Background: an optimization exercise with open tools, aiming at small area, a short achievable clock period and few clock cycles. Do not read the settings as production practice.
Only simulation tests tie the RTL to the original design; equivalence was not proved.
Power and IR drop assume default switching activity.

Setup of oak:
==> flow/design.v (excerpt) <==
module frb_coder (
    input  wire        clk,
    input  wire        rst,
    input  wire        cmd_valid,
    output wire        cmd_ready,
    input  wire        cmd_mode,       
    input  wire [12:0] cmd_nwords,     
    input  wire        in_valid,
    output wire        in_ready,
    input  wire [63:0] in_data,
    output wire        out_valid,
    input  wire        out_ready,
    output wire [63:0] out_data,
    output wire        out_last
);
Size in the first run: about 3600 cells after synthesis, ~150 I/O pins, roughly 26000 µm² of cells after synthesis.
export LEC_CHECK = 0
export CAP_MARGIN = 20
export CORE_MARGIN = 2
export CORE_UTILIZATION = 35
export CTS_CLUSTER_DIAMETER = 100
export CTS_CLUSTER_SIZE = 20
export GPL_TIMING_DRIVEN = 0
export SLEW_MARGIN = 20
export SYNTH_MEMORY_MAX_BITS = 65536
create_clock -name core_clock -period 45.0 [get_ports {clk}]
standard.sh (not shown) runs the stock make flow with config.mk's settings and CLKGATE_MAP_FILE= SYNTH_SCRIPT=/design/flow/synth_recipe.tcl, a recipe that flattens the netlist after the stock synthesis.
==> flow/flow/run.sh <==
#!/bin/bash
# Layout flow: the standard synthesis, then its combinational logic mapped
# again by ABC with a stronger script (flip-flops, their names and cells kept),
# then the standard layout from floorplan to finish.
set -euo pipefail
W=$(pwd)
R=$W/orfs/results/$FLOW_PLATFORM/frb_coder/base
YOSYS=$FLOW_HOME/../tools/install/yosys/bin/yosys
LIB=$FLOW_HOME/platforms/$FLOW_PLATFORM/lib/sky130_fd_sc_hd__tt_025C_1v80.lib

bash standard.sh synth > $W/std_synth.log 2>&1
cp $R/1_2_yosys.v $W/std_1_2_yosys.v
if IN=$W/std_1_2_yosys.v OUT=$W/resyn.v LIB=$LIB SCRIPT=$W/flow/resyn.abc \
   $YOSYS -c $W/flow/resyn.tcl > $W/resyn.log 2>&1; then
  cp $W/resyn.v $R/1_2_yosys.v
  rm -f $R/1_synth.odb $R/1_synth.sdc
else
  echo "resynthesis failed, keeping the standard netlist" >> $W/resyn.log
fi
bash standard.sh BUFFER_PORTS_ARGS="-buffer_cell sky130_fd_sc_hd__buf_2" SETUP_SLACK_MARGIN=35.05 finish > $W/std_finish.log 2>&1
==> flow/flow/resyn.abc <==
strash
dc2
balance
rewrite
refactor
balance
rewrite
rewrite -z
balance
refactor -z
rewrite -z
balance
dc2
dch -f
map -D 5000
topo
buffer -c -N 12
upsize -c -D 5000
dnsize -c -D 5000
==> flow/flow/resyn.tcl <==
# Maps the combinational logic of the standard synthesis's netlist again with
# ABC (flip-flop and tie cell instances kept as they are).
# Environment: IN (netlist), OUT, LIB (liberty), SCRIPT (ABC script).
set lib $::env(LIB)
set dont_use {}
set fh [open $lib r]
foreach line [split [read $fh] "\n"] {
  if {[regexp {^\s*cell\s*\(\s*"?([A-Za-z0-9_]+)"?\s*\)} $line -> name]} {
    if {[string match *lpflow* $name] || [string match *probe* $name]} {
      lappend dont_use -dont_use $name
    }
  }
}
close $fh
yosys read_liberty -ignore_miss_func $lib
yosys read_verilog -defer $::env(IN)
yosys hierarchy -top frb_coder
yosys setattr -mod -set keep_hierarchy 1 sky130_fd_sc_hd__df* sky130_fd_sc_hd__edf* sky130_fd_sc_hd__sdf* sky130_fd_sc_hd__conb_1
yosys flatten
yosys opt_clean -purge frb_coder
yosys abc -liberty $lib {*}$dont_use -script $::env(SCRIPT) frb_coder
yosys opt_clean -purge frb_coder
yosys insbuf -buf sky130_fd_sc_hd__buf_4 A X
yosys check
yosys tee -o $::env(OUT).stat stat -liberty $lib
yosys blackbox sky130_fd_sc_hd__*
yosys write_verilog -noattr -nohex -nodec $::env(OUT)
oak ended with every stage complete and zero timing, DRC or antenna violations.
Testbench counts of oak, summed over its fixed seeds: cycles 62,280.
Modified inputs, pine compared to oak
- CORE_UTILIZATION: 35 -> 40
diff --git a/flow/flow/run.sh b/flow/flow/run.sh
--- a/flow/flow/run.sh
+++ b/flow/flow/run.sh
@@ -19,2 +19,2 @@
 fi
-bash standard.sh BUFFER_PORTS_ARGS="-buffer_cell sky130_fd_sc_hd__buf_2" SETUP_SLACK_MARGIN=35.05 finish > $W/std_finish.log 2>&1
+bash standard.sh BUFFER_PORTS_ARGS="-buffer_cell sky130_fd_sc_hd__buf_2" SETUP_SLACK_MARGIN=35.2 finish > $W/std_finish.log 2>&1
==> flow/flow/resyn.abc <==
strash
dc2
balance
rewrite
refactor
balance
rewrite
rewrite -z
balance
refactor -z
rewrite -z
balance
dc2
dch -f
map -D 6000
topo
buffer -c -N 12
upsize -c -D 6000
dnsize -c -D 6000
==> comparison <==
pine against oak: synthesized cell count essentially unchanged; fmax closely matched the old numbers; total power per unit cell area held; detailed-route via count higher; total length of routed wires rose by 0.72%. Taking oak as the reference point, the count of placed standard cells in the final layout, fillers left out of pine falls by 1.6%.

Starting RTL as in the previous note.
Settings: LEC_CHECK=0, CAP_MARGIN=20, CORE_MARGIN=2, CORE_UTILIZATION=35, CTS_CLUSTER_DIAMETER=100, CTS_CLUSTER_SIZE=20, GPL_TIMING_DRIVEN=0, SLEW_MARGIN=20, SYNTH_MEMORY_MAX_BITS=65536; clock period 45.0 ns.
==> flow/flow/run.sh <==
#!/bin/bash
# Layout flow: the standard synthesis, then its combinational logic mapped
# again by ABC with a stronger script (flip-flops, their names and cells kept),
# then the standard layout from floorplan to finish.
set -euo pipefail
W=$(pwd)
R=$W/orfs/results/$FLOW_PLATFORM/frb_coder/base
YOSYS=$FLOW_HOME/../tools/install/yosys/bin/yosys
LIB=$FLOW_HOME/platforms/$FLOW_PLATFORM/lib/sky130_fd_sc_hd__tt_025C_1v80.lib

bash standard.sh synth > $W/std_synth.log 2>&1
cp $R/1_2_yosys.v $W/std_1_2_yosys.v
if IN=$W/std_1_2_yosys.v OUT=$W/resyn.v LIB=$LIB SCRIPT=$W/flow/resyn.abc \
   $YOSYS -c $W/flow/resyn.tcl > $W/resyn.log 2>&1; then
  cp $W/resyn.v $R/1_2_yosys.v
  rm -f $R/1_synth.odb $R/1_synth.sdc
else
  echo "resynthesis failed, keeping the standard netlist" >> $W/resyn.log
fi
bash standard.sh BUFFER_PORTS_ARGS="-buffer_cell sky130_fd_sc_hd__buf_2" SETUP_SLACK_MARGIN=35.2 finish > $W/std_finish.log 2>&1
==> flow/flow/resyn.abc <==
strash
dc2
balance
rewrite
refactor
balance
rewrite
rewrite -z
balance
refactor -z
rewrite -z
balance
dc2
dch -f
map -D 5000
topo
buffer -c -N 12
upsize -c -D 5000
dnsize -c -D 5000
Scripts as last shown in full above: flow/flow/resyn.tcl
The starting point ran to the end with no violations.
Testbench counts at the start, summed over its fixed seeds: cycles 62,280.
Change:
--- a/flow/flow/run.sh
+++ b/flow/flow/run.sh
@@ -18,3 +18,3 @@
   echo "resynthesis failed, keeping the standard netlist" >> $W/resyn.log
 fi
-bash standard.sh BUFFER_PORTS_ARGS="-buffer_cell sky130_fd_sc_hd__buf_2" SETUP_SLACK_MARGIN=35.2 finish > $W/std_finish.log 2>&1
+bash standard.sh BUFFER_PORTS_ARGS="-buffer_cell sky130_fd_sc_hd__buf_2" SETUP_SLACK_MARGIN=34.8 finish > $W/std_finish.log 2>&1
==> flow/flow/resyn.abc (replaced) <==
strash
dc2
balance
rewrite
refactor
balance
rewrite
rewrite -z
balance
refactor -z
rewrite -z
balance
dc2
dch -f
map -D 6000
topo
buffer -c -N 12
upsize -c -D 6000
dnsize -c -D 6000
The new run finished clean.
Clock-buffer cell count is unchanged.
Cell area is lower by 0.45%.
Setup slack barely changes.
Fmax is about the same.
Total power barely changes.

[static timing again, ports no longer ideal]
How much do the figures lean on ideal ports? The routed layouts below were timed once more, with nothing changed but the port constraints. Step 1 sets driving cells, clkbuf_16 on the clock port and buf_2 on the other inputs (assumed; they add their load-dependent delay and slew). Step 2 times the ports against the registers' clock, not the clock port: input delays grow and output delays shrink by t, the midpoint of the rising clock arrivals with the driver on. Three values: ideal, step 1, step 2; two values: the first two.
| run | shift t [ns] | slack for setup (ns) | slew at the worst register clock pin (ns) | worst slew at a driven data input, ns | cell pins on the clock port's net |
|---|---|---|---|---|---|
| oak | 0.647 | 34.841 / 34.775 / 34.750 | 0.10 / 0.10 | 0.11 | 1 |
| pine | 0.637 | 34.826 / 34.770 / 34.773 | 0.09 / 0.09 | 0.07 | 1 |
| the first run of note 2 | 0.648 | 34.840 / 34.774 / 34.750 | 0.10 / 0.10 | 0.11 | 1 |
| the second run of note 2 | 0.633 | 34.839 / 34.768 / 34.792 | 0.09 / 0.09 | 0.08 | 1 |
After both steps setup and hold are still met in every run listed. For oak, which loses most, drivers alone change the setup slack by -0.066 ns; drivers and shift together by -0.091 ns.
